What follows belongs to an exercise in optimizing a design on an open flow for small area; a production flow would make more cautious choices.
Only simulation tests tie the RTL to the original design; equivalence was not proved.
Power is estimated from default activity; no workload was simulated.

==> v5 <==
// lane_cur
module lane_cur (
    input                    clk,
    input                    rst,
    input                    start,
    input                    run,
    input                    three,
    input                    svm,
    input                    inv_a,
    input                    inv_b,
    input             [11:0] code_a,
    input             [11:0] code_b,
    input             [11:0] offs_a,
    input             [11:0] offs_b,
    input  signed     [17:0] iref_a,
    input  signed     [17:0] iref_b,
    input             [15:0] kpc,
    input             [15:0] kic,
    input             [14:0] vlim,
    input             [16:0] period,
    input             [11:0] minon,
    input             [11:0] minoff,
    output                   done,
    output signed     [15:0] v_a,
    output signed     [15:0] v_b,
    output signed     [15:0] v_c,
    output            [16:0] w_a,
    output            [16:0] w_b,
    output            [16:0] w_c
);
export LEC_CHECK = 0
export CAP_MARGIN = 20
export CORE_MARGIN = 2
export CORE_UTILIZATION = 40
export SLEW_MARGIN = 20
create_clock -name core_clock -period 12.0 [get_ports {clk}]
standard.sh (not shown) runs the stock make flow with config.mk's settings and CLKGATE_MAP_FILE= SYNTH_SCRIPT=/design/flow/synth_recipe.tcl, a recipe that flattens the netlist after the stock synthesis.
==> flow/flow/run.sh <==
#!/bin/bash
# The standard layout flow, with the port buffers made from the smallest
# buffer cell instead of the one buffer_ports picks by default.
export BUFFER_PORTS_ARGS="-buffer_cell sky130_fd_sc_hd__buf_1"
bash standard.sh > standard.log 2>&1
==> inputs of v14, as changes to v5 <==
--- a/flow/design.v
+++ b/flow/design.v
@@ -35,63 +35,61 @@
     wire       c0   = (cyc == 6'd0);
     wire       p0   = (cyc == 6'd17);
     wire       vcl  = (cyc == 6'd33);
     wire       w0   = (cyc == 6'd34);
     wire       w1   = (cyc == 6'd35);
     wire       w16  = (cyc == 6'd50);
     wire       wph  = (cyc >= 6'd34) & (cyc <= 6'd50);
-    wire       wsh  = (cyc >= 6'd34);
-    wire [3:0] j    = cyc[3:0];
-    assign done = three ? (cyc == 6'd52) : (cyc == 6'd51);
+    wire [3:0] j    = kph ? cyc[3:0] : cyc[3:0] - 4'd1;
+    assign done = three ? (cyc == 6'd51) : (cyc == 6'd50);
     always @(posedge clk) begin
         if (rst | done)
             cyc <= 6'd0;
         else if (act)
             cyc <= cyc + 6'd1;
     end
     reg zf;
     always @(posedge clk) begin
         if (rst)
             zf <= 1'b1;
         else if (icl)
             zf <= 1'b0;
     end
-    wire [15:0] kpr  = {kpc[14:0], kpc[15]};
-    wire kbit = kph ? kic[j] : kpr[j];
+    wire kbit = kph ? kic[j] : kpc[j];
     wire [15:0] vl16  = {1'b0, vlim};
     wire [15:0] vlor;
     wire [15:0] nvl16 = vl16 ^ vlor;
     assign vlor[0] = 1'b0;
     genvar gi;
     generate
         for (gi = 1; gi < 16; gi = gi + 1) begin : g_nvl
             assign vlor[gi] = vlor[gi-1] | vl16[gi-1];
         end
     endgenerate
     wire        z_a, z_b, r_a, r_b, d_a, d_b, sp_a, sp_b, sn_a, sn_b;
     wire [15:0] v_ra, v_rb;
-    wire [17:0] h_a, h_b;
+    wire [16:0] h_a, h_b;
     wire        mid, mid_d;
     lane_cur_ph ua (
         .clk(clk), .run(run), .three(three), .svm(svm), .zf(zf),
         .code(code_a), .offs(offs_a), .iref(iref_a), .inv(inv_a),
         .period(period), .vlim(vlim), .vl16(vl16), .nvl16(nvl16),
         .kbit(kbit),
         .kph(kph), .pph(pph), .c0(c0), .p0(p0), .icl(icl), .vcl(vcl), .w0(w0),
-        .w1(w1), .w16(w16), .wph(wph), .wsh(wsh),
+        .w1(w1), .w16(w16), .wph(wph),
         .mid(mid), .mid_d(mid_d),
         .r(r_a), .d(d_a), .v(v_ra), .h(h_a), .sp(sp_a), .sn(sn_a)
     );
     lane_cur_ph ub (
         .clk(clk), .run(run), .three(three), .svm(svm), .zf(zf),
         .code(code_b), .offs(offs_b), .iref(iref_b), .inv(inv_b),
         .period(period), .vlim(vlim), .vl16(vl16), .nvl16(nvl16),
         .kbit(kbit),
         .kph(kph), .pph(pph), .c0(c0), .p0(p0), .icl(icl), .vcl(vcl), .w0(w0),
-        .w1(w1), .w16(w16), .wph(wph), .wsh(wsh),
+        .w1(w1), .w16(w16), .wph(wph),
         .mid(mid), .mid_d(mid_d),
         .r(r_b), .d(d_b), .v(v_rb), .h(h_b), .sp(sp_b), .sn(sn_b)
     );
     wire signed [15:0] pa = v_ra;
     wire signed [15:0] pb = v_rb;
     wire        s_co, ab_co, t1_co, t2_co;
     lane_cur_cry #(15) u_ss (.a(pa[14:0]), .b(pb[14:0]), .ci(1'b0), .co(s_co));
@@ -110,15 +108,15 @@
             selc = sge ? (t1 ? 2'd2 : 2'd1) : (t2 ? 2'd0 : 2'd2);
         else
             selc = sge ? (t2 ? 2'd2 : 2'd0) : (t1 ? 2'd1 : 2'd2);
     end
     reg [1:0] sel;
     always @(posedge clk)
         if (w0) sel <= selc;
-    reg  ccy, cseen, d_c, cy_c, lz_c, sp_c, sn_c, zd_c;
+    reg  ccy, cseen, d_c, cy_c, lz_c, sp_c, sn_c;
     wire ccy_i   = ~w0 & ccy;
     wire cseen_i = ~w0 & cseen;
     wire csum    = r_a ^ r_b ^ ccy_i;
     wire c_k     = csum ^ cseen_i;
     assign mid   = (sel == 2'd0) ? r_a : (sel == 2'd1) ? r_b : c_k;
     assign mid_d = (sel == 2'd0) ? d_a : (sel == 2'd1) ? d_b : d_c;
     wire mm_c   = ~svm | mid;
@@ -131,28 +129,25 @@
     wire bm_c   = three & wph & ~w0 & (z_c ^ w16);
     always @(posedge clk) begin
         ccy   <= (r_a & r_b) | (r_a & ccy_i) | (r_b & ccy_i);
         cseen <= cseen_i | csum;
         d_c   <= c_k;
         cy_c  <= cy17_c;
         lz_c  <= w0 | (lz_c & ~z_c);
-        zd_c  <= z_c;
-        if (w16) begin
-            sp_c <= three & ~y17_c & (y16_c | z_c);
-            sn_c <= three & y17_c & ~(y16_c & z_c & ~lz_c);
-        end
+        sp_c  <= w16 & three & ~y17_c & (y16_c | z_c);
+        sn_c  <= w16 & three & y17_c & ~(y16_c & z_c & ~lz_c);
     end
-    reg  [17:0] h_c;
+    reg  [16:0] h_c;
     reg  [15:0] v_rc;
-    wire [17:0] hc_in = w0 ? 18'd0 : h_c;
-    wire [18:0] tc;
-    lane_cur_add #(18) u_tc (.a(hc_in), .b(bm_c ? {period, 1'b0} : 18'd0), .ci(1'b0), .s(tc[17:0]), .co(tc[18]));
+    wire [16:0] hc_in = w0 ? 17'd0 : h_c;
+    wire [17:0] tc;
+    lane_cur_add #(17) u_tc (.a(hc_in), .b(bm_c ? period : 17'd0), .ci(1'b0), .s(tc[16:0]), .co(tc[17]));
     always @(posedge clk) begin
-        h_c  <= tc[18:1];
-        v_rc <= {three & zd_c, v_rc[15:1]};
+        h_c  <= tc[17:1];
+        v_rc <= {three & z_c, v_rc[15:1]};
     end
     wire [16:0] pm;
     wire        pm_co;
     lane_cur_add #(17) u_pm (.a(period), .b(~{5'd0, minoff}), .ci(1'b1), .s(pm), .co(pm_co));
     wire        dlt   = period[16] & (period[15:0] != 16'd0);
     wire [16:0] pbw;
     wire [16:0] pdec;
@@ -166,51 +161,42 @@
             assign pbw[gi]  = ~period[gi] & pbw[gi-1];
         end
     endgenerate
     wire        mo_gt = (minoff[11:1] != 11'd0) | (minoff[0] & ~dlt);
     wire [16:0] psp   = mo_gt ? pm : pdec;
     wire        snb   = period[16] & (minon[11:1] == 11'd0);
     wire        lo_a, lo_b, lo_c, hi_a, hi_b, hi_c;
-    lane_cur_cry #(12) u_loa (.a(h_a[12:1]), .b(~minon), .ci(1'b1), .co(lo_a));
-    lane_cur_cry #(12) u_lob (.a(h_b[12:1]), .b(~minon), .ci(1'b1), .co(lo_b));
-    lane_cur_cry #(12) u_loc (.a(h_c[12:1]), .b(~minon), .ci(1'b1), .co(lo_c));
-    lane_cur_cry #(17) u_hia (.a(h_a[17:1]), .b(~pm), .ci(1'b0), .co(hi_a));
-    lane_cur_cry #(17) u_hib (.a(h_b[17:1]), .b(~pm), .ci(1'b0), .co(hi_b));
-    lane_cur_cry #(17) u_hic (.a(h_c[17:1]), .b(~pm), .ci(1'b0), .co(hi_c));
-    reg         zr_a, zr_b, zr_c, hr_a, hr_b, hr_c;
-    always @(posedge clk) begin
-        zr_a <= ~lo_a & (h_a[17:13] == 5'd0);
-        zr_b <= ~lo_b & (h_b[17:13] == 5'd0);
-        zr_c <= ~lo_c & (h_c[17:13] == 5'd0);
-        hr_a <= hi_a;
-        hr_b <= hi_b;
-        hr_c <= hi_c;
-    end
-    function automatic [16:0] lim(input [16:0] w, input zr, input hi,
+    lane_cur_cry #(12) u_loa (.a(h_a[11:0]), .b(~minon), .ci(1'b1), .co(lo_a));
+    lane_cur_cry #(12) u_lob (.a(h_b[11:0]), .b(~minon), .ci(1'b1), .co(lo_b));
+    lane_cur_cry #(12) u_loc (.a(h_c[11:0]), .b(~minon), .ci(1'b1), .co(lo_c));
+    lane_cur_cry #(17) u_hia (.a(h_a), .b(~pm), .ci(1'b0), .co(hi_a));
+    lane_cur_cry #(17) u_hib (.a(h_b), .b(~pm), .ci(1'b0), .co(hi_b));
+    lane_cur_cry #(17) u_hic (.a(h_c), .b(~pm), .ci(1'b0), .co(hi_c));
+    function automatic [16:0] lim(input [16:0] w, input lo, input hi,
                                   input sp, input sn);
         if (sp)
             lim = psp;
         else if (sn)
             lim = {16'd0, snb};
-        else if (zr)
+        else if (~lo & (w[16:12] == 5'd0))
             lim = 17'd0;
         else if (hi)
             lim = pm;
         else
             lim = w;
     endfunction
     function automatic [15:0] vsat(input [15:0] v, input sp, input sn);
         vsat = sp ? 16'h7FFF : sn ? 16'h8001 : v;
     endfunction
     assign v_a = vsat(v_ra, sp_a, sn_a);
     assign v_b = vsat(v_rb, sp_b, sn_b);
     assign v_c = vsat(v_rc, sp_c, sn_c);
-    assign w_a = lim(h_a[16:0], zr_a, hr_a, sp_a, sn_a);
-    assign w_b = lim(h_b[16:0], zr_b, hr_b, sp_b, sn_b);
-    assign w_c = lim(h_c[16:0], zr_c, hr_c, sp_c, sn_c);
+    assign w_a = lim(h_a, lo_a, hi_a, sp_a, sn_a);
+    assign w_b = lim(h_b, lo_b, hi_b, sp_b, sn_b);
+    assign w_c = lim(h_c, lo_c, hi_c, sp_c, sn_c);
 endmodule
 module lane_cur_ph (
     input                clk,
     input                run,
     input                three,
     input                svm,
     input                zf,
@@ -229,84 +215,80 @@
     input                p0,
     input                icl,
     input                vcl,
     input                w0,
     input                w1,
     input                w16,
     input                wph,
-    input                wsh,
     input                mid,
     input                mid_d,
     output               r,
     output reg           d,
     output reg    [15:0] v,
-    output        [17:0] h,
+    output        [16:0] h,
     output reg           sp,
     output reg           sn
 );
     wire [11:0] dis;
     wire        dco;
     lane_cur_add #(12) u_di (.a(code), .b(~offs), .ci(1'b1), .s(dis), .co(dco));
     wire [12:0] di = {~dco, dis};
     wire [12:0] dx = di ^ {13{~inv}};
     wire [18:0] e;
     wire        ec13, eco;
     lane_cur_add #(13) u_e (.a(iref[12:0]), .b(dx), .ci(~inv), .s(e[12:0]), .co(ec13));
     lane_cur_sxt #(6) u_ex (.a({iref[17], iref[17:13]}), .b(dx[12]), .ci(ec13), .s(e[18:13]));
     reg  signed [23:0] hr;      
     reg         [23:0] ii;      
-    assign h = hr[17:0];
+    assign h = hr[16:0];
     wire [26:0] zv   = {hr[18:0], v[15:8]};
     wire        zhz  = (zv[25:15] == 11'd0);
     wire        zho  = (zv[25:15] == 11'h7ff);
     wire        gco, lco;
     lane_cur_cry #(15) u_gt (.a(zv[14:0]), .b(~vlim), .ci(icl & (v[7:0] != 8'd0)), .co(gco));
     lane_cur_cry #(15) u_lt (.a(zv[14:0]), .b(vlim), .ci(1'b0), .co(lco));
     wire        sh   = ~zv[26] & (~zhz | gco);
     wire        sl   = zv[26] & (~zho | ~lco);
     wire [23:0] inew = ~run ? 24'd0 : sh ? {vl16, 8'd0} : sl ? {nvl16, 8'd0}
                                          : {hr[7:0], v[15:0]};
     wire        inj  = c0 | p0 | w0;
     wire [23:0] x24  = ii & {24{(c0 | p0) & ~zf}};
     wire [24:0] hin  = inj ? {x24[23], x24} : {hr[23], hr};
     wire pi  = kph | pph;
-    reg  s, cy, lz, zd;
+    reg  s, cy, lz;
     assign r = w16 ? d : v[0];
     wire xx   = three ? d : d ^ s;
     wire mm   = three ? (~svm | mid) : ~s;
     wire cyi  = w1 ? (~three | ~svm | mid_d) : cy;
     wire z    = xx ^ mm ^ cyi;
     wire cy17 = (xx & mm) | (xx & cyi) | (mm & cyi);
     wire y16  = r ^ mm ^ cy17;
     wire cy18 = (r & mm) | (r & cy17) | (mm & cy17);
     wire y17  = r ^ mm ^ cy18;
-    wire bm   = wph & ~w0 & (w16 ? three & ~z : z);
+    wire bm   = wph & ~w0 & (z ^ w16);
     wire signed [24:0] op2 = pi ? (kbit ? {{6{e[18]}}, e} : 25'sd0)
-                                : (bm ? {7'd0, period, 1'b0} : 25'sd0);
+                                : (bm ? {8'd0, period} : 25'sd0);
     wire [24:0] t;
     wire        tc19;
     lane_cur_add #(19) u_t (.a(hin[18:0]), .b(op2[18:0]), .ci(1'b0), .s(t[18:0]), .co(tc19));
     lane_cur_sxt #(6) u_tx (.a(hin[24:19]), .b(op2[18]), .ci(tc19), .s(t[24:19]));
     always @(posedge clk) begin
         hr <= t[24:1];
         if (vcl)
             v <= ~run ? 16'd0 : sh ? vl16 : sl ? nvl16 : zv[15:0];
         else
-            v <= {wsh ? (three ? zd : d) : t[0], v[15:1]};
+            v <= {wph ? (three ? z : v[0]) : t[0], v[15:1]};
         if (icl)
             ii <= inew;
         if (w0) s <= v[15];
         d  <= r;
         cy <= cy17;
         lz <= w0 | (lz & ~z);
-        zd <= z;
-        if (w16) begin
-            sp <= three & ~y17 & (y16 | z);
-            sn <= three & y17 & ~(y16 & z & ~lz);
-        end
+        sp <= w16 & three & ~y17 & (y16 | z);
+        sn <= w16 & three & y17 & ~(y16 & z & ~lz);
     end
 endmodule
 module lane_cur_add #(parameter W = 8) (
     input  [W-1:0] a,
     input  [W-1:0] b,
     input          ci,
     output [W-1:0] s,
==> flow/run.sh (new file) <==
#!/bin/bash
# synth_recipe.tcl (not shown) runs the flow's synth.tcl, then flattens the netlist and writes it again
# the make line also repeats each setting of config.mk as NAME=value (left out here)
make -C /OpenROAD-flow-scripts/flow DESIGN_CONFIG=/design/flow/config.mk WORK_HOME=/design/flow/orfs CLKGATE_MAP_FILE= SYNTH_SCRIPT=/design/flow/synth_recipe.tcl finish
removed: flow/flow/run.sh
removed: flow/standard.sh
==> key figures <==
Status
  • Status: finished clean

Worst setup path
  • Critical path's most frequent cell: fa_2

Global route
  • Vias in the first global route: approximately 16000
  • Global-route wire length before repair: around 99000 um

Floorplanning
  • Tap Cells: ~540

CTS
  • # resized after CTS: between 100 and 150
  • Post-CTS Setup Inserts: 8

Layout
  • Fin util: 51.0%
  • Commonest non-fill, non-tap cell in the layout: clkdlybuf4s50_1
  • Final non-filler cell total: ~2800

Synthesis
  • Xor/xnor share of the synthesized area: 3.06%
  • Sequential area share after synthesis: between 20% and 30%

Timing
  • Final period util: 98.4%
  • Minimum clock period after layout: about 12 ns

Power and ir drop
  • Switching power: 2090 uW

Placed design
  • Area after DPL: ~21000 um2
Source of the figures above: v14

==> key figures <==
Global route
  • Global-route wire length before repair: ~94000 um
  • Vias in the first global route: approximately 16000

Power and ir drop
  • Switching power: between 1500 and 2000 uW

Floorplanning
  • Tap Cells: 546

CTS
  • # resized after CTS: 0

Synthesis
  • Xor/xnor share of the synthesized area: 3.15%
  • Sequential area share after synthesis: around a quarter

Timing
  • Final period util: a little over nine tenths
  • Minimum clock period after layout: about 12 ns

Layout
  • Final non-filler cell total: between 2000 and 3000
  • Fin util: a little under half
  • Commonest non-fill, non-tap cell in the layout: buf_1

Status
  • Status: finished clean

Placed design
  • Area after DPL: between 15000 and 20000 um2

Worst setup path
  • Critical path's most frequent cell: fa_1
Source of the figures above: v5

static timing again, ports no longer ideal:
Ports are ideal in the flow. The routed layouts listed here were re-timed in OpenROAD. Step 1, drivers: a clkbuf_16 drives clk and a buf_2 each remaining input, both assumed. Step 2, shift: input delay + t, output delay - t, t = (earliest + latest rising clock arrival at the registers) / 2. This alone moves slack from input paths to output paths. a / b / c = no drivers / after step 1 / after step 2; a / b = the first two.
run | t, ns | slack for setup (ns) | worst setup path at the end | clock arrival spread, ns
v5 | 0.512 | 0.425 / 0.397 / 0.024 | input to register | 0.016 / 0.016
v14 | 0.512 | 0.192 / 0.161 / -0.212 | input to register | 0.018 / 0.018
With both steps, setup timing fails in v14, where it was met with ideal ports. The setup slack of v14, which loses most, moves by -0.031 ns with the drivers and by -0.404 ns with both steps.
